Background: an optimization exercise with open tools, aiming at small area and a short achievable clock period. Do not read the settings as production practice. At most, simulation tests tie the RTL to the original design; equivalence was not proved. The RTL of runs 2 and 3 was laid out without a check of its function.

==> flow/design.v (outline; a module is shown in full before it is edited, if it fits) <==
// module fpfma: 2580 lines
module fpfma (
    input  wire        clk,
    input  wire [2:0]  op,
    input  wire [31:0] a,
    input  wire [31:0] b,
    input  wire [31:0] c,
    output reg  [31:0] result,
    output reg  [4:0]  flags
);
  // ...
==> flow/flow/run.sh <==
#!/bin/bash
# The standard layout (the standard.sh: its synthesis, floorplan, power
# grid and constraints unchanged) with two changes to how it optimises:
#  - repair_timing is asked to keep a larger setup margin, so that it sizes
#    up the datapath beyond what the 26 ns clock asks for;
#  - every input and output port still gets its own buffer, but a buf_4
#    instead of the delay buffer buffer_ports picks by default.
# The whole make output goes to standard_flow.log.
set -o pipefail
bash standard.sh "BUFFER_PORTS_ARGS=-buffer_cell sky130_fd_sc_hd__buf_4" SETUP_SLACK_MARGIN=9 finish > standard_flow.log 2>&1
==> flow/standard.sh <==
#!/bin/bash
# synth_recipe.tcl (not shown) runs the flow's synth.tcl, then flattens the netlist and writes it again
# the make line also repeats each setting of config.mk as NAME=value (left out here)
make -C /OpenROAD-flow-scripts/flow DESIGN_CONFIG=/design/flow/config.mk WORK_HOME=/design/flow/orfs CLKGATE_MAP_FILE= SYNTH_SCRIPT=/design/flow/synth_recipe.tcl "${@:-finish}"
==> flow/config.mk <==
export PLATFORM = sky130hd
export DESIGN_NAME = fpfma
export DESIGN_NICKNAME = fpfma
export VERILOG_FILES = /design/flow/design.v
export SDC_FILE = /design/flow/constraint.sdc
export NUM_CORES = 4
export LEC_CHECK = 0
export ABC_AREA = 1
export CAP_MARGIN = 20
export CORE_MARGIN = 2
export CORE_UTILIZATION = 60
export SLEW_MARGIN = 20
==> flow/constraint.sdc <==
create_clock -name core_clock -period 26.0 [get_ports {clk}]
set_input_delay 5.2000 -clock core_clock [delete_from_list [all_inputs] [get_ports {clk}]]
set_output_delay 5.2000 -clock core_clock [all_outputs]
set_load 0.01 [all_outputs]
==> flow_summary_export.csv, run 1 <==
group,metric,value,unit
placed_design,place_area,32900,um2
worst_hold_path,hold-path-endpoint,"result[31]$_SDFF_PP0_",
clocking,post_cts_resized,67,
setup_path,slowest_stage,"fa_2",
die,die_w,233,um
placed_design,place_ws,5.83,ns
cells_and_area,n_antenna_cell,2,
cells_and_area,seq_area_share,2.06,%
yosys,synthesis.nets,5482,
setup_path,startpoint_type,"input port",
drt,drt_iter0_drc,5059,
yosys,yosys.area_share.simple,29.7,%
yosys,netlist_top_cells_area,"fa_1 20%, nand2_1 13%, xor2_1 12%, ha_1 8.0%, nand3_1 7.5%",
clocking,clock_path_buffers,2,
sta,whs,5.47,ns
global_routing,grt_pass1_wl,197000,um
setup_path,end_kind,"register",
yosys,yosys.area.top_type,"fa_1",
global_routing,grt_max_degree,70,
cells_and_area,signal_buffers,313,
cells_and_area,layout_commonest_cell,"nand2_1",
yosys,ys_types,67,
drt,antenna_left,0,
global_routing,use_met2,70.1,%
cells_and_area,buf_share,7.66,%
run_status,status,"timing/DRC/antenna clean",
setup_path,crit_type,"input port to register",
clocking,holdBufCountCts,0,
yosys,postSynthCellCount,4865,
die,num_rows,84,
die,dieArea,54500,um2
cells_and_area,dominant_cells,"multi-input combinational cells",
==> run 2, diff against run 1 <==
--- a/flow/design.v
+++ b/flow/design.v
@@ -34,18 +34,18 @@
     wire y_inf  = y_emax & ~y_fnz;
     wire z_inf  = z_emax & ~z_fnz;
     wire any_nan  = (x_emax & x_fnz) | (y_emax & y_fnz) | (z_emax & z_fnz);
     wire any_snan = (x_emax & x_fnz & ~fx[22]) | (y_emax & y_fnz & ~fy[22])
                   | (z_emax & z_fnz & ~fz[22]);
     wire sp     = sx ^ sy;
     wire sub    = sp ^ sz;
     wire p_zero = x_zero | y_zero;
-    wire [23:0] mx = {~x_zero, fx};
-    wire [23:0] my = {(b[30:23] != 8'd0), b[22:0]};
+    wire [23:0] mx = {1'b1, fx};
+    wire [23:0] my = {1'b1, b[22:0]};    
     wire [23:0] mz = {1'b1, fz};
     wire signed [10:0] sh_add = $signed({3'd0, a[30:23]}) - $signed({3'd0, b[30:23]}) + 11'sd26;
     wire signed [10:0] sh_oth = $signed({3'd0, a[30:23]}) + $signed({3'd0, b[30:23]})
                               - $signed({3'd0, c[30:23]}) - 11'sd100;
     wire signed [10:0] sh_raw = is_add ? sh_add : sh_oth;
     wire zbase = ~z_zero & sh_raw[10];
     wire zfar  = z_zero | (~sh_raw[10] & (sh_raw > 11'sd74));
     wire zmid  = ~zbase & ~zfar;
@@ -404,40 +404,40 @@
   wire pp_11_18 = ((bo11 & mx[18]) | (bt11 & mx[17])) ^ bn11;
   wire pp_11_19 = ((bo11 & mx[19]) | (bt11 & mx[18])) ^ bn11;
   wire pp_11_20 = ((bo11 & mx[20]) | (bt11 & mx[19])) ^ bn11;
   wire pp_11_21 = ((bo11 & mx[21]) | (bt11 & mx[20])) ^ bn11;
   wire pp_11_22 = ((bo11 & mx[22]) | (bt11 & mx[21])) ^ bn11;
   wire pp_11_23 = ((bo11 & mx[23]) | (bt11 & mx[22])) ^ bn11;
   wire pp_11_24 = ((bt11 & mx[23])) ^ bn11;
   wire pn_11 = ~bn11;
-  wire pp_12_0 = (my[23] | is_add) & mx[0];
-  wire pp_12_1 = (my[23] | is_add) & mx[1];
-  wire pp_12_2 = (my[23] | is_add) & mx[2];
-  wire pp_12_3 = (my[23] | is_add) & mx[3];
-  wire pp_12_4 = (my[23] | is_add) & mx[4];
-  wire pp_12_5 = (my[23] | is_add) & mx[5];
-  wire pp_12_6 = (my[23] | is_add) & mx[6];
-  wire pp_12_7 = (my[23] | is_add) & mx[7];
-  wire pp_12_8 = (my[23] | is_add) & mx[8];
-  wire pp_12_9 = (my[23] | is_add) & mx[9];
-  wire pp_12_10 = (my[23] | is_add) & mx[10];
-  wire pp_12_11 = (my[23] | is_add) & mx[11];
-  wire pp_12_12 = (my[23] | is_add) & mx[12];
-  wire pp_12_13 = (my[23] | is_add) & mx[13];
-  wire pp_12_14 = (my[23] | is_add) & mx[14];
-  wire pp_12_15 = (my[23] | is_add) & mx[15];
-  wire pp_12_16 = (my[23] | is_add) & mx[16];
-  wire pp_12_17 = (my[23] | is_add) & mx[17];
-  wire pp_12_18 = (my[23] | is_add) & mx[18];
-  wire pp_12_19 = (my[23] | is_add) & mx[19];
-  wire pp_12_20 = (my[23] | is_add) & mx[20];
-  wire pp_12_21 = (my[23] | is_add) & mx[21];
-  wire pp_12_22 = (my[23] | is_add) & mx[22];
-  wire pp_12_23 = (my[23] | is_add) & mx[23];
+  wire pp_12_0 = mx[0];
+  wire pp_12_1 = mx[1];
+  wire pp_12_2 = mx[2];
+  wire pp_12_3 = mx[3];
+  wire pp_12_4 = mx[4];
+  wire pp_12_5 = mx[5];
+  wire pp_12_6 = mx[6];
+  wire pp_12_7 = mx[7];
+  wire pp_12_8 = mx[8];
+  wire pp_12_9 = mx[9];
+  wire pp_12_10 = mx[10];
+  wire pp_12_11 = mx[11];
+  wire pp_12_12 = mx[12];
+  wire pp_12_13 = mx[13];
+  wire pp_12_14 = mx[14];
+  wire pp_12_15 = mx[15];
+  wire pp_12_16 = mx[16];
+  wire pp_12_17 = mx[17];
+  wire pp_12_18 = mx[18];
+  wire pp_12_19 = mx[19];
+  wire pp_12_20 = mx[20];
+  wire pp_12_21 = mx[21];
+  wire pp_12_22 = mx[22];
+  wire pp_12_23 = mx[23];
   wire hs1 = pp_0_16 ^ pp_1_14;
   wire hc2 = pp_0_16 & pp_1_14;
   wire hs3 = pp_0_17 ^ pp_1_15;
   wire hc4 = pp_0_17 & pp_1_15;
   wire fs5 = pp_0_18 ^ pp_1_16 ^ pp_2_14;
   wire fc6 = (pp_0_18 & pp_1_16) | (pp_2_14 & (pp_0_18 ^ pp_1_16));
   wire hs7 = pp_3_12 ^ pp_4_10;
   wire hc8 = pp_3_12 & pp_4_10;
@@ -1020,17 +1020,17 @@
   wire fs585 = fs495 ^ fc412 ^ fc494;
   wire fc586 = (fs495 & fc412) | (fc494 & (fs495 ^ fc412));
   wire fs587 = fs497 ^ hc414 ^ fc496;
   wire fc588 = (fs497 & hc414) | (fc496 & (fs497 ^ hc414));
   wire fs589 = hs499 ^ 1'b1 ^ fc498;
   wire fc590 = (hs499 & 1'b1) | (fc498 & (hs499 ^ 1'b1));
   wire fs591 = pn_11 ^ pp_12_23 ^ hc500;
   wire fc592 = (pn_11 & pp_12_23) | (hc500 & (pn_11 ^ pp_12_23));
-    wire [75:0] zx = {1'b0, zal} ^ {76{sub}};
+        wire [75:0] zx = {1'b0, zal} ^ {76{sub}};
   wire ts593 = pp_0_0 ^ bn0 ^ zx[1];
   wire tc594 = (pp_0_0 & bn0) | (zx[1] & (pp_0_0 ^ bn0));
   wire ts595 = pp_0_1 ^ zx[2];
   wire tc596 = pp_0_1 & zx[2];
   wire ts597 = hs501 ^ bn1 ^ zx[3];
   wire tc598 = (hs501 & bn1) | (zx[3] & (hs501 ^ bn1));
   wire ts599 = hs503 ^ hc502 ^ zx[4];
   wire tc600 = (hs503 & hc502) | (zx[4] & (hs503 ^ hc502));
@@ -1767,91 +1767,168 @@
   wire pg1179 = pg1029 | (pp1030 & pg1159);
   wire pp1180 = pp1030 & pp1160;
   wire pg1181 = pg1031 | (pp1032 & pg1159);
   wire pp1182 = pp1032 & pp1160;
   wire s75 = ap75 ^ pg1181;
   wire eac = sub & ~s75;
   wire neg = sub & s75;
   wire [74:0] mag;
-  assign mag[0] = ap0 ^ eac ^ neg;
-  assign mag[1] = ap1 ^ (ag0 | (ap0 & eac)) ^ neg;
-  assign mag[2] = ap2 ^ (pg743 | (pp744 & eac)) ^ neg;
-  assign mag[3] = ap3 ^ (pg817 | (pp818 & eac)) ^ neg;
-  assign mag[4] = ap4 ^ (pg819 | (pp820 & eac)) ^ neg;
-  assign mag[5] = ap5 ^ (pg891 | (pp892 & eac)) ^ neg;
-  assign mag[6] = ap6 ^ (pg893 | (pp894 & eac)) ^ neg;
-  assign mag[7] = ap7 ^ (pg895 | (pp896 & eac)) ^ neg;
-  assign mag[8] = ap8 ^ (pg897 | (pp898 & eac)) ^ neg;
-  assign mag[9] = ap9 ^ (pg963 | (pp964 & eac)) ^ neg;
-  assign mag[10] = ap10 ^ (pg965 | (pp966 & eac)) ^ neg;
-  assign mag[11] = ap11 ^ (pg967 | (pp968 & eac)) ^ neg;
-  assign mag[12] = ap12 ^ (pg969 | (pp970 & eac)) ^ neg;
-  assign mag[13] = ap13 ^ (pg971 | (pp972 & eac)) ^ neg;
-  assign mag[14] = ap14 ^ (pg973 | (pp974 & eac)) ^ neg;
-  assign mag[15] = ap15 ^ (pg975 | (pp976 & eac)) ^ neg;
-  assign mag[16] = ap16 ^ (pg977 | (pp978 & eac)) ^ neg;
-  assign mag[17] = ap17 ^ (pg1033 | (pp1034 & eac)) ^ neg;
-  assign mag[18] = ap18 ^ (pg1035 | (pp1036 & eac)) ^ neg;
-  assign mag[19] = ap19 ^ (pg1037 | (pp1038 & eac)) ^ neg;
-  assign mag[20] = ap20 ^ (pg1039 | (pp1040 & eac)) ^ neg;
-  assign mag[21] = ap21 ^ (pg1041 | (pp1042 & eac)) ^ neg;
-  assign mag[22] = ap22 ^ (pg1043 | (pp1044 & eac)) ^ neg;
-  assign mag[23] = ap23 ^ (pg1045 | (pp1046 & eac)) ^ neg;
-  assign mag[24] = ap24 ^ (pg1047 | (pp1048 & eac)) ^ neg;
-  assign mag[25] = ap25 ^ (pg1049 | (pp1050 & eac)) ^ neg;
-  assign mag[26] = ap26 ^ (pg1051 | (pp1052 & eac)) ^ neg;
-  assign mag[27] = ap27 ^ (pg1053 | (pp1054 & eac)) ^ neg;
-  assign mag[28] = ap28 ^ (pg1055 | (pp1056 & eac)) ^ neg;
-  assign mag[29] = ap29 ^ (pg1057 | (pp1058 & eac)) ^ neg;
-  assign mag[30] = ap30 ^ (pg1059 | (pp1060 & eac)) ^ neg;
-  assign mag[31] = ap31 ^ (pg1061 | (pp1062 & eac)) ^ neg;
-  assign mag[32] = ap32 ^ (pg1063 | (pp1064 & eac)) ^ neg;
-  assign mag[33] = ap33 ^ (pg1097 | (pp1098 & eac)) ^ neg;
-  assign mag[34] = ap34 ^ (pg1099 | (pp1100 & eac)) ^ neg;
-  assign mag[35] = ap35 ^ (pg1101 | (pp1102 & eac)) ^ neg;
-  assign mag[36] = ap36 ^ (pg1103 | (pp1104 & eac)) ^ neg;
-  assign mag[37] = ap37 ^ (pg1105 | (pp1106 & eac)) ^ neg;
-  assign mag[38] = ap38 ^ (pg1107 | (pp1108 & eac)) ^ neg;
-  assign mag[39] = ap39 ^ (pg1109 | (pp1110 & eac)) ^ neg;
-  assign mag[40] = ap40 ^ (pg1111 | (pp1112 & eac)) ^ neg;
-  assign mag[41] = ap41 ^ (pg1113 | (pp1114 & eac)) ^ neg;
-  assign mag[42] = ap42 ^ (pg1115 | (pp1116 & eac)) ^ neg;
-  assign mag[43] = ap43 ^ (pg1117 | (pp1118 & eac)) ^ neg;
-  assign mag[44] = ap44 ^ (pg1119 | (pp1120 & eac)) ^ neg;
-  assign mag[45] = ap45 ^ (pg1121 | (pp1122 & eac)) ^ neg;
-  assign mag[46] = ap46 ^ (pg1123 | (pp1124 & eac)) ^ neg;
-  assign mag[47] = ap47 ^ (pg1125 | (pp1126 & eac)) ^ neg;
-  assign mag[48] = ap48 ^ (pg1127 | (pp1128 & eac)) ^ neg;
-  assign mag[49] = ap49 ^ (pg1129 | (pp1130 & eac)) ^ neg;
-  assign mag[50] = ap50 ^ (pg1131 | (pp1132 & eac)) ^ neg;
-  assign mag[51] = ap51 ^ (pg1133 | (pp1134 & eac)) ^ neg;
-  assign mag[52] = ap52 ^ (pg1135 | (pp1136 & eac)) ^ neg;
-  assign mag[53] = ap53 ^ (pg1137 | (pp1138 & eac)) ^ neg;
-  assign mag[54] = ap54 ^ (pg1139 | (pp1140 & eac)) ^ neg;
-  assign mag[55] = ap55 ^ (pg1141 | (pp1142 & eac)) ^ neg;
-  assign mag[56] = ap56 ^ (pg1143 | (pp1144 & eac)) ^ neg;
-  assign mag[57] = ap57 ^ (pg1145 | (pp1146 & eac)) ^ neg;
-  assign mag[58] = ap58 ^ (pg1147 | (pp1148 & eac)) ^ neg;
-  assign mag[59] = ap59 ^ (pg1149 | (pp1150 & eac)) ^ neg;
-  assign mag[60] = ap60 ^ (pg1151 | (pp1152 & eac)) ^ neg;
-  assign mag[61] = ap61 ^ (pg1153 | (pp1154 & eac)) ^ neg;
-  assign mag[62] = ap62 ^ (pg1155 | (pp1156 & eac)) ^ neg;
-  assign mag[63] = ap63 ^ (pg1157 | (pp1158 & eac)) ^ neg;
-  assign mag[64] = ap64 ^ (pg1159 | (pp1160 & eac)) ^ neg;
-  assign mag[65] = ap65 ^ (pg1161 | (pp1162 & eac)) ^ neg;
-  assign mag[66] = ap66 ^ (pg1163 | (pp1164 & eac)) ^ neg;
-  assign mag[67] = ap67 ^ (pg1165 | (pp1166 & eac)) ^ neg;
-  assign mag[68] = ap68 ^ (pg1167 | (pp1168 & eac)) ^ neg;
-  assign mag[69] = ap69 ^ (pg1169 | (pp1170 & eac)) ^ neg;
-  assign mag[70] = ap70 ^ (pg1171 | (pp1172 & eac)) ^ neg;
-  assign mag[71] = ap71 ^ (pg1173 | (pp1174 & eac)) ^ neg;
-  assign mag[72] = ap72 ^ (pg1175 | (pp1176 & eac)) ^ neg;
-  assign mag[73] = ap73 ^ (pg1177 | (pp1178 & eac)) ^ neg;
-  assign mag[74] = ap74 ^ (pg1179 | (pp1180 & eac)) ^ neg;
+  wire [74:0] xs0, xs1;
+  assign xs0[0] = ap0;
+  assign xs1[0] = ~ap0;
+  assign xs0[1] = ap1 ^ ag0;
+  assign xs1[1] = ap1 ^ (ag0 | ap0);
+  assign xs0[2] = ap2 ^ pg743;
+  assign xs1[2] = ap2 ^ (pg743 | pp744);
+  assign xs0[3] = ap3 ^ pg817;
+  assign xs1[3] = ap3 ^ (pg817 | pp818);
+  assign xs0[4] = ap4 ^ pg819;
+  assign xs1[4] = ap4 ^ (pg819 | pp820);
+  assign xs0[5] = ap5 ^ pg891;
+  assign xs1[5] = ap5 ^ (pg891 | pp892);
+  assign xs0[6] = ap6 ^ pg893;
+  assign xs1[6] = ap6 ^ (pg893 | pp894);
+  assign xs0[7] = ap7 ^ pg895;
+  assign xs1[7] = ap7 ^ (pg895 | pp896);
+  assign xs0[8] = ap8 ^ pg897;
+  assign xs1[8] = ap8 ^ (pg897 | pp898);
+  assign xs0[9] = ap9 ^ pg963;
+  assign xs1[9] = ap9 ^ (pg963 | pp964);
+  assign xs0[10] = ap10 ^ pg965;
+  assign xs1[10] = ap10 ^ (pg965 | pp966);
+  assign xs0[11] = ap11 ^ pg967;
+  assign xs1[11] = ap11 ^ (pg967 | pp968);
+  assign xs0[12] = ap12 ^ pg969;
+  assign xs1[12] = ap12 ^ (pg969 | pp970);
+  assign xs0[13] = ap13 ^ pg971;
+  assign xs1[13] = ap13 ^ (pg971 | pp972);
+  assign xs0[14] = ap14 ^ pg973;
+  assign xs1[14] = ap14 ^ (pg973 | pp974);
+  assign xs0[15] = ap15 ^ pg975;
+  assign xs1[15] = ap15 ^ (pg975 | pp976);
+  assign xs0[16] = ap16 ^ pg977;
+  assign xs1[16] = ap16 ^ (pg977 | pp978);
+  assign xs0[17] = ap17 ^ pg1033;
+  assign xs1[17] = ap17 ^ (pg1033 | pp1034);
+  assign xs0[18] = ap18 ^ pg1035;
+  assign xs1[18] = ap18 ^ (pg1035 | pp1036);
+  assign xs0[19] = ap19 ^ pg1037;
+  assign xs1[19] = ap19 ^ (pg1037 | pp1038);
+  assign xs0[20] = ap20 ^ pg1039;
+  assign xs1[20] = ap20 ^ (pg1039 | pp1040);
+  assign xs0[21] = ap21 ^ pg1041;
+  assign xs1[21] = ap21 ^ (pg1041 | pp1042);
+  assign xs0[22] = ap22 ^ pg1043;
+  assign xs1[22] = ap22 ^ (pg1043 | pp1044);
+  assign xs0[23] = ap23 ^ pg1045;
+  assign xs1[23] = ap23 ^ (pg1045 | pp1046);
+  assign xs0[24] = ap24 ^ pg1047;
+  assign xs1[24] = ap24 ^ (pg1047 | pp1048);
+  assign xs0[25] = ap25 ^ pg1049;
+  assign xs1[25] = ap25 ^ (pg1049 | pp1050);
+  assign xs0[26] = ap26 ^ pg1051;
+  assign xs1[26] = ap26 ^ (pg1051 | pp1052);
+  assign xs0[27] = ap27 ^ pg1053;
+  assign xs1[27] = ap27 ^ (pg1053 | pp1054);
+  assign xs0[28] = ap28 ^ pg1055;
+  assign xs1[28] = ap28 ^ (pg1055 | pp1056);
+  assign xs0[29] = ap29 ^ pg1057;
+  assign xs1[29] = ap29 ^ (pg1057 | pp1058);
+  assign xs0[30] = ap30 ^ pg1059;
+  assign xs1[30] = ap30 ^ (pg1059 | pp1060);
+  assign xs0[31] = ap31 ^ pg1061;
+  assign xs1[31] = ap31 ^ (pg1061 | pp1062);
+  assign xs0[32] = ap32 ^ pg1063;
+  assign xs1[32] = ap32 ^ (pg1063 | pp1064);
+  assign xs0[33] = ap33 ^ pg1097;
+  assign xs1[33] = ap33 ^ (pg1097 | pp1098);
+  assign xs0[34] = ap34 ^ pg1099;
+  assign xs1[34] = ap34 ^ (pg1099 | pp1100);
+  assign xs0[35] = ap35 ^ pg1101;
+  assign xs1[35] = ap35 ^ (pg1101 | pp1102);
+  assign xs0[36] = ap36 ^ pg1103;
+  assign xs1[36] = ap36 ^ (pg1103 | pp1104);
+  assign xs0[37] = ap37 ^ pg1105;
+  assign xs1[37] = ap37 ^ (pg1105 | pp1106);
+  assign xs0[38] = ap38 ^ pg1107;
+  assign xs1[38] = ap38 ^ (pg1107 | pp1108);
+  assign xs0[39] = ap39 ^ pg1109;
+  assign xs1[39] = ap39 ^ (pg1109 | pp1110);
+  assign xs0[40] = ap40 ^ pg1111;
+  assign xs1[40] = ap40 ^ (pg1111 | pp1112);
+  assign xs0[41] = ap41 ^ pg1113;
+  assign xs1[41] = ap41 ^ (pg1113 | pp1114);
+  assign xs0[42] = ap42 ^ pg1115;
+  assign xs1[42] = ap42 ^ (pg1115 | pp1116);
+  assign xs0[43] = ap43 ^ pg1117;
+  assign xs1[43] = ap43 ^ (pg1117 | pp1118);
+  assign xs0[44] = ap44 ^ pg1119;
+  assign xs1[44] = ap44 ^ (pg1119 | pp1120);
+  assign xs0[45] = ap45 ^ pg1121;
+  assign xs1[45] = ap45 ^ (pg1121 | pp1122);
+  assign xs0[46] = ap46 ^ pg1123;
+  assign xs1[46] = ap46 ^ (pg1123 | pp1124);
+  assign xs0[47] = ap47 ^ pg1125;
+  assign xs1[47] = ap47 ^ (pg1125 | pp1126);
+  assign xs0[48] = ap48 ^ pg1127;
+  assign xs1[48] = ap48 ^ (pg1127 | pp1128);
+  assign xs0[49] = ap49 ^ pg1129;
+  assign xs1[49] = ap49 ^ (pg1129 | pp1130);
+  assign xs0[50] = ap50 ^ pg1131;
+  assign xs1[50] = ap50 ^ (pg1131 | pp1132);
+  assign xs0[51] = ap51 ^ pg1133;
+  assign xs1[51] = ap51 ^ (pg1133 | pp1134);
+  assign xs0[52] = ap52 ^ pg1135;
+  assign xs1[52] = ap52 ^ (pg1135 | pp1136);
+  assign xs0[53] = ap53 ^ pg1137;
+  assign xs1[53] = ap53 ^ (pg1137 | pp1138);
+  assign xs0[54] = ap54 ^ pg1139;
+  assign xs1[54] = ap54 ^ (pg1139 | pp1140);
+  assign xs0[55] = ap55 ^ pg1141;
+  assign xs1[55] = ap55 ^ (pg1141 | pp1142);
+  assign xs0[56] = ap56 ^ pg1143;
+  assign xs1[56] = ap56 ^ (pg1143 | pp1144);
+  assign xs0[57] = ap57 ^ pg1145;
+  assign xs1[57] = ap57 ^ (pg1145 | pp1146);
+  assign xs0[58] = ap58 ^ pg1147;
+  assign xs1[58] = ap58 ^ (pg1147 | pp1148);
+  assign xs0[59] = ap59 ^ pg1149;
+  assign xs1[59] = ap59 ^ (pg1149 | pp1150);
+  assign xs0[60] = ap60 ^ pg1151;
+  assign xs1[60] = ap60 ^ (pg1151 | pp1152);
+  assign xs0[61] = ap61 ^ pg1153;
+  assign xs1[61] = ap61 ^ (pg1153 | pp1154);
+  assign xs0[62] = ap62 ^ pg1155;
+  assign xs1[62] = ap62 ^ (pg1155 | pp1156);
+  assign xs0[63] = ap63 ^ pg1157;
+  assign xs1[63] = ap63 ^ (pg1157 | pp1158);
+  assign xs0[64] = ap64 ^ pg1159;
+  assign xs1[64] = ap64 ^ (pg1159 | pp1160);
+  assign xs0[65] = ap65 ^ pg1161;
+  assign xs1[65] = ap65 ^ (pg1161 | pp1162);
+  assign xs0[66] = ap66 ^ pg1163;
+  assign xs1[66] = ap66 ^ (pg1163 | pp1164);
+  assign xs0[67] = ap67 ^ pg1165;
+  assign xs1[67] = ap67 ^ (pg1165 | pp1166);
+  assign xs0[68] = ap68 ^ pg1167;
+  assign xs1[68] = ap68 ^ (pg1167 | pp1168);
+  assign xs0[69] = ap69 ^ pg1169;
+  assign xs1[69] = ap69 ^ (pg1169 | pp1170);
+  assign xs0[70] = ap70 ^ pg1171;
+  assign xs1[70] = ap70 ^ (pg1171 | pp1172);
+  assign xs0[71] = ap71 ^ pg1173;
+  assign xs1[71] = ap71 ^ (pg1173 | pp1174);
+  assign xs0[72] = ap72 ^ pg1175;
+  assign xs1[72] = ap72 ^ (pg1175 | pp1176);
+  assign xs0[73] = ap73 ^ pg1177;
+  assign xs1[73] = ap73 ^ (pg1177 | pp1178);
+  assign xs0[74] = ap74 ^ pg1179;
+  assign xs1[74] = ap74 ^ (pg1179 | pp1180);
+  assign mag = ({75{eac}} & xs1) | ({75{~eac}} & (xs0 ^ {75{neg}}));
     wire rsign = sp ^ neg;
   wire lz1183 = ~mag[74];
   wire lz1184 = ~mag[73];
   wire lz1185 = lz1183 & lz1184;
   wire lz1186 = ~mag[72];
   wire lz1187 = ~mag[71];
   wire lz1188 = lz1186 & lz1187;
   wire lz1189 = lz1185 & lz1188;
==> flow/flow/run.sh (replaced) <==
#!/bin/bash
# The standard layout (the standard.sh: its synthesis, floorplan, power
# grid and constraints unchanged), with repair_timing asked to keep a larger
# setup margin, so that it sizes up the datapath beyond what the 26 ns clock
# asks for. The whole make output goes to standard_flow.log.
set -o pipefail
bash standard.sh SETUP_SLACK_MARGIN=8 finish > standard_flow.log 2>&1
==> flow_summary_export.csv, run 2 <==
group,metric,value,unit
run_status,status,"timing/DRC/antenna clean",
clocking,numClockSinks,36,
placed_design,gp_congestion,1.08,
die,dieArea,57500,um2
sta,fmax,56.6,MHz
yosys,ys_types,71,
cells_and_area,layout_commonest_cell,"nand2_1",
cells_and_area,largest-register,"result",
global_routing,gr-usage-all-layers,46.6,%
die,die_y,240,um
clocking,cts_root_buf,"clkbuf_16",
clocking,clock_path_buffers,2,
yosys,postSynthCellCount,5198,
setup_path,crit_type,"input port to register",
yosys,synth_seq_area_share,2.16,%
drt,vias,37306,
yosys,synthesis.nets,5824,
cells_and_area,fin_util,65.3,%
drt,antenna_left,0,
worst_hold_path,min_path_type,"input port to register",
yosys,async_flop_share,0,%
yosys,synth-edff-count,0,
yosys,muxShareOfSynthArea,0.210,%
setup_path,cp.arrival,17.89,ns
die,pin_count,137,
setup_path,required,26.22,ns
drt,drcViolationCount,0,
sta,worstMarginPinSlew,1.19,ns
setup_path,cpPeakStageDelay,0.57,ns
die,start_util,60.6,%
yosys,yosys.area_share.simple,31.5,%
sta,rsz0062_at_grt,"false",
sta,tns,0,ns
yosys,netlist_top_cells_area,"fa_1 19%, nand2_1 12%, xor2_1 12%, ha_1 7.7%, nand3_1 7.7%",
yosys,synth_commonest_cells,"1,107 x nand2_1, 665 x inv_1, 511 x nand3_1",
yosys,synth_top_family_by_area,"simple AND/OR/NAND/NOR gates",
drt,drt-pass1-iter-count,8,
die,num_rows,86,
yosys,synthAdderAreaFrac,26.9,%
sta,hold_viol,0,
global_routing,grt-ovfl-total,0,
clocking,holdBufCountCts,0,
sta,finalMaxSlewViolations,0,
cells_and_area,area_growth,7.64,%
cells_and_area,reg_top3,"result: 32 flops, flags: 4 flops",
yosys,synth_compound_area_share,15.0,%
global_routing,grt_max_degree,72,
sta,post-route-period-util,68.0,%
placed_design,dpl.hpwl,104000,um
yosys,syn_area,33300,um2
global_routing,grt_pass1_vias,33358,
setup_path,slowest_stage,"clkdlybuf4s50_1",
global_routing,antenna_found_initial,4,
drt,drt-total-wl,138000,um
global_routing,grt_pass1_wl,203000,um
clocking,htreeDepth,2,
yosys,syn_area_per_cell,6.41,um2
clocking,clk_pin_slew,0.05,ns
cells_and_area,final_nets,5807,
yosys,ys_ff_latch,36,
job,maxCapViolations,0,
clocking,cts_buffers,5,
drt,drt_iter0_drc,5357,
cells_and_area,largest_reg_flops,32,
drt,vias_per_cell,6.29,
cells_and_area,final_cell_mix,"1,100 x nand2_1, 659 x inv_1, 498 x nand3_1",
setup_path,cp_max_fo,52,
yosys,yosys.area.top_type,"fa_1",
setup_path,startpoint_type,"input port",
setup_path,end_kind,"register",
yosys,synth-main-ff-cell,"dfxtp_1",
yosys,ys_warn_count,1,
die,die_w,240,um
placed_design,portBuffers,135,
sta,min_period,17.67,ns
drt,wire_per_inst,23.3,um
clocking,cts_tree,"built",
yosys,yosysTopAreaCellShare,19.2,%
yosys,synth_xor_area_share,12.5,%
sta,whs,5.79,ns
sta,slew_headroom,19.6,%
die,coreArea,55000,um2
sta,finalSetupViolations,0,
cells_and_area,drive_above_1_share,7.33,%
yosys,post-synth-top-count-cell,"nand2_1",
run 2: layout make-up:
class,count,area [um2]
Clock inverter,1,7.51
Timing Repair Buffer,226,2120
Multi-Input combinational cell,4200,29200
Timing Repair inverter,2,12.5
Clock buffer,7,143
Inverter,710,2710
Antenna cell,4,10.0
Fill cell,5241,19100
Sequential cell,36,721
Tap cell,748,936
run 2: final timing paths:
check	slack (ns)	endpoint	startpoint	cells after the start
hold / removal	5.79	result[31]$_SDFF_PP0_	a[31]	4
setup / recovery	8.33	result[26]$_SDFF_PP1_	op[2]	54
run 2: critical path: cells and delay by family:
kind / cells / cell delay [ns]
AOI/OAI and AO/OA: 8 / 2.34
and+or+nand+nor: 30 / 4.93
buffers and inverters: 9 / 2.06
adders and majority gates: 7 / 3.24
run 2: metrics by stage:
stage	setup WS, ns	std cells	instance area, um2
after floorplan	10.28	5198	33300
after global placement	6.56	5870	34900
after detailed placement	6.49	5870	34900
after CTS	8.01	5892	35300
after global routing	7.89	5934	35900
final	8.33	5934	35900
run 2: layer usage:
layer | routed length, um | vias to the layer above | track usage (%)
met5 | 0 | - | 0
met4 | 10700 | 0 | 27.1
met3 | 19000 | 597 | 13.2
met2 | 55100 | 2770 | 66.6
met1 | 53500 | 16979 | 62.4
li1 | - | 16960 | -
run 2: cells by family after synthesis:
kind of cell / count (synthesis)
DFF: 36
xor gates and xnor gates: 476
other: 1
buffers and inverters: 973
and+or+nand+nor: 2343
adders and majority gates: 526
AOI/OAI and AO/OA: 836
muxes: 7
run 2: what timing repair did:
| item | CTS | global route |
|---|---|---|
| pin swaps | 7 | 11 |
| gates resized for setup | 29 | 63 |
| gates cloned | 9 | 4 |
| buffers inserted | 5 | 33 |
| setup endpoints to repair | 34 | 34 |
==> run 3, diff against run 2 <==
==> flow/flow/run.sh (replaced) <==
#!/bin/bash
# The standard layout (the standard.sh: its synthesis, floorplan, power
# grid and constraints unchanged) with two changes to how it optimises:
#  - repair_timing is asked to keep a larger setup margin, so that it sizes
#    up the datapath beyond what the 26 ns clock asks for;
#  - every input and output port still gets its own buffer, but a buf_4
#    instead of the delay buffer buffer_ports picks by default.
# The whole make output goes to standard_flow.log.
set -o pipefail
bash standard.sh "BUFFER_PORTS_ARGS=-buffer_cell sky130_fd_sc_hd__buf_4" SETUP_SLACK_MARGIN=8 finish > standard_flow.log 2>&1
==> flow_summary_export.csv, run 3 <==
group,metric,value,unit
run_status,status,"timing/DRC/antenna clean",
setup_path,cp.arrival,17.66,ns
sta,finalMaxSlewViolations,0,
global_routing,grt-ovfl-total,0,
cells_and_area,final_nets,5773,
drt,drt_iter0_drc,5123,
setup_path,required,26.22,ns
setup_path,crit_type,"input port to register",
setup_path,end_kind,"register",
yosys,yosysTopAreaCellShare,19.2,%
yosys,postSynthCellCount,5198,
yosys,ys_warn_count,1,
die,die_y,240,um
setup_path,slowest_stage,"fa_1",
clocking,htreeDepth,2,
yosys,synthesis.nets,5824,
cells_and_area,area_growth,5.33,%
cells_and_area,largest-register,"result",
drt,drt-pass1-iter-count,7,
cells_and_area,largest_reg_flops,32,
clocking,cts_root_buf,"clkbuf_16",
cells_and_area,ff_latch_area,721,um2
die,dieArea,57500,um2
sta,worstMarginPinSlew,1.17,ns
placed_design,dpl.hpwl,106000,um
die,coreArea,55000,um2
setup_path,worst_path_most_repeated_cell,"nand2_1",
drt,antenna_left,0,
placed_design,gp_congestion,1.11,
yosys,syn_area_per_cell,6.41,um2
cells_and_area,fillerInstances,5392,
sta,slew_headroom,21.0,%
clocking,cts_tree,"built",
drt,vias,37078,
cells_and_area,reg_top3,"result: 32 flops, flags: 4 flops",
placed_design,portBuffers,135,
die,start_util,60.6,%
drt,drcViolationCount,0,
cells_and_area,multi_input_area,29100,um2
global_routing,antenna_found_initial,2,
yosys,async_flop_share,0,%
sta,min_period,17.44,ns
sta,fmax,57.3,MHz
drt,drt-total-wl,137000,um
job,maxCapViolations,0,
drt,vias_per_cell,6.29,
yosys,netlist_top_cells_area,"fa_1 19%, nand2_1 12%, xor2_1 12%, ha_1 7.7%, nand3_1 7.7%",
sta,tns,0,ns
die,die_w,240,um
sta,post-route-period-util,67.1,%
clocking,clk_pin_slew,0.05,ns
global_routing,grt_pass1_wl,203000,um
yosys,synth-main-ff-cell,"dfxtp_1",
setup_path,cp_max_fo,34,
clocking,clock_path_buffers,2,
yosys,syn_area,33300,um2
setup_path,cpPeakStageDelay,0.60,ns
cells_and_area,fin_util,63.9,%
placed_design,dp.cells,5860,
die,num_rows,86,
cells_and_area,drive_above_1_share,9.13,%
cells_and_area,layout_commonest_cell,"nand2_1",
setup_path,startpoint_type,"input port",
global_routing,grt_max_degree,66,
sta,finalSetupViolations,0,
cells_and_area,stdcell_count,5898,
die,pin_count,137,
yosys,synth-edff-count,0,
yosys,synth_seq_area_share,2.16,%
sta,hold_viol,0,
yosys,synth_commonest_cells,"1,107 x nand2_1, 665 x inv_1, 511 x nand3_1",
yosys,ys_ff_latch,36,
yosys,yosys.area.top_type,"fa_1",
sta,rsz0062_at_grt,"false",
global_routing,grt_pass1_vias,33627,
worst_hold_path,min_path_type,"input port to register",
yosys,post-synth-top-count-cell,"nand2_1",
yosys,ys_types,71,
clocking,holdBufCountCts,0,
clocking,numClockSinks,36,
global_routing,gr-usage-all-layers,46.5,%
cells_and_area,final_cell_mix,"1,093 x nand2_1, 662 x inv_1, 507 x nand3_1",
clocking,cts_buffers,5,
drt,wire_per_inst,23.3,um
-- run 3: layout make-up --
class | count | area share (%)
clock inverters | 1 | 0.0214
multi-input cells | 4196 | 82.8
diodes | 2 | 0.0143
repair inverters | 2 | 0.0356
inverters | 710 | 7.69
repair buffers | 196 | 4.28
well taps | 748 | 2.67
flip-flops and latches | 36 | 2.05
clock buffers | 7 | 0.406
-- run 3: layer usage --
layer	track usage [%]	up-vias	share of wire (%)
met5	0	-	0
met4	26.5	0	7.4
met3	14.1	533	13
met2	67.4	2540	41
met1	61.2	17137	38
li1	-	16868	-
-- run 3: worst max-delay path: cells and delay by family --
| kind | cells | cell delay [ns] |
|---|---|---|
| compound gates | 10 | 1.86 |
| xor+xnor | 2 | 0.42 |
| simple gates | 23 | 3.99 |
| buf+inv | 12 | 1.88 |
| fa+ha+maj | 9 | 4.24 |
-- run 3: cell families (layout without fill, tap and decap cells) --
family	Yosys count	in the layout	synth area share (%)
xor+xnor	476	476	12.5
other cells	1	3	0.0112
mux	7	7	0.210
buf+inv	973	916	11.7
compound gates	836	836	15.0
flops	36	36	2.16
simple gates	2343	2350	31.5
fa+ha+maj	526	526	26.9
-- run 3: timing repair --
action / 4_1_cts / 5_1_grt
resized for setup: 12 / 47
endpoints found under the setup margin: 32 / 34
pin swaps: 3 / 9
cloned: 2 / 7
buffers inserted: 0 / 19
-- run 3: path summary, 6_finish.rpt --
check	start	to	slack [ns]	depth (start not counted)
worst min-delay path	b[22]	flags[0]$_DFF_P_	5.39	3
worst max-delay path	op[2]	result[29]$_SDFF_PP1_	8.56	56
-- run 3: through the flow --
stage | area, um2 | worst slack, ns | hold WS [ns]
floorplan | 33300 | 10.28 | 5.44
finish | 35100 | 8.56 | 5.39
detailed placement | 34500 | 7.28 | 5.59
CTS | 34700 | 8.06 | 5.38
global route | 35100 | 7.87 | 5.40
global placement | 34500 | 7.31 | 5.59

==> static timing again, ports no longer ideal <==
The flow's constraints put no driver on any port. The routed layouts listed below were extracted and timed again, unchanged, in two steps.
Step 1 sets driving cells, clkbuf_16 on the clock port and buf_2 on the other inputs (assumed; they add their load-dependent delay and slew).
Step 2 moves the port delays by t, midway between the first and last clock arrival at a register: inputs arrive t later, outputs are due t later. That takes back most of the time a late clock gives input paths.
Slacks: no drivers / after step 1 / after step 2; pairs: no drivers / after step 1.
| run | t, ns | slack for setup (ns) | worst setup path after step 2 | clock arrival spread, ns |
|---|---|---|---|---|
| run 1 | 0.316 | 9.224 / 9.212 / 8.896 | input to register | 0.008 / 0.008 |
| run 2 | 0.311 | 8.329 / 8.338 / 8.027 | input to register | 0.006 / 0.006 |
| run 3 | 0.311 | 8.563 / 8.572 / 8.260 | input to register | 0.008 / 0.007 |
After both steps setup and hold are still met in every run listed. For run 1, which loses most, drivers alone change the setup slack by -0.012 ns; drivers and shift together by -0.328 ns.
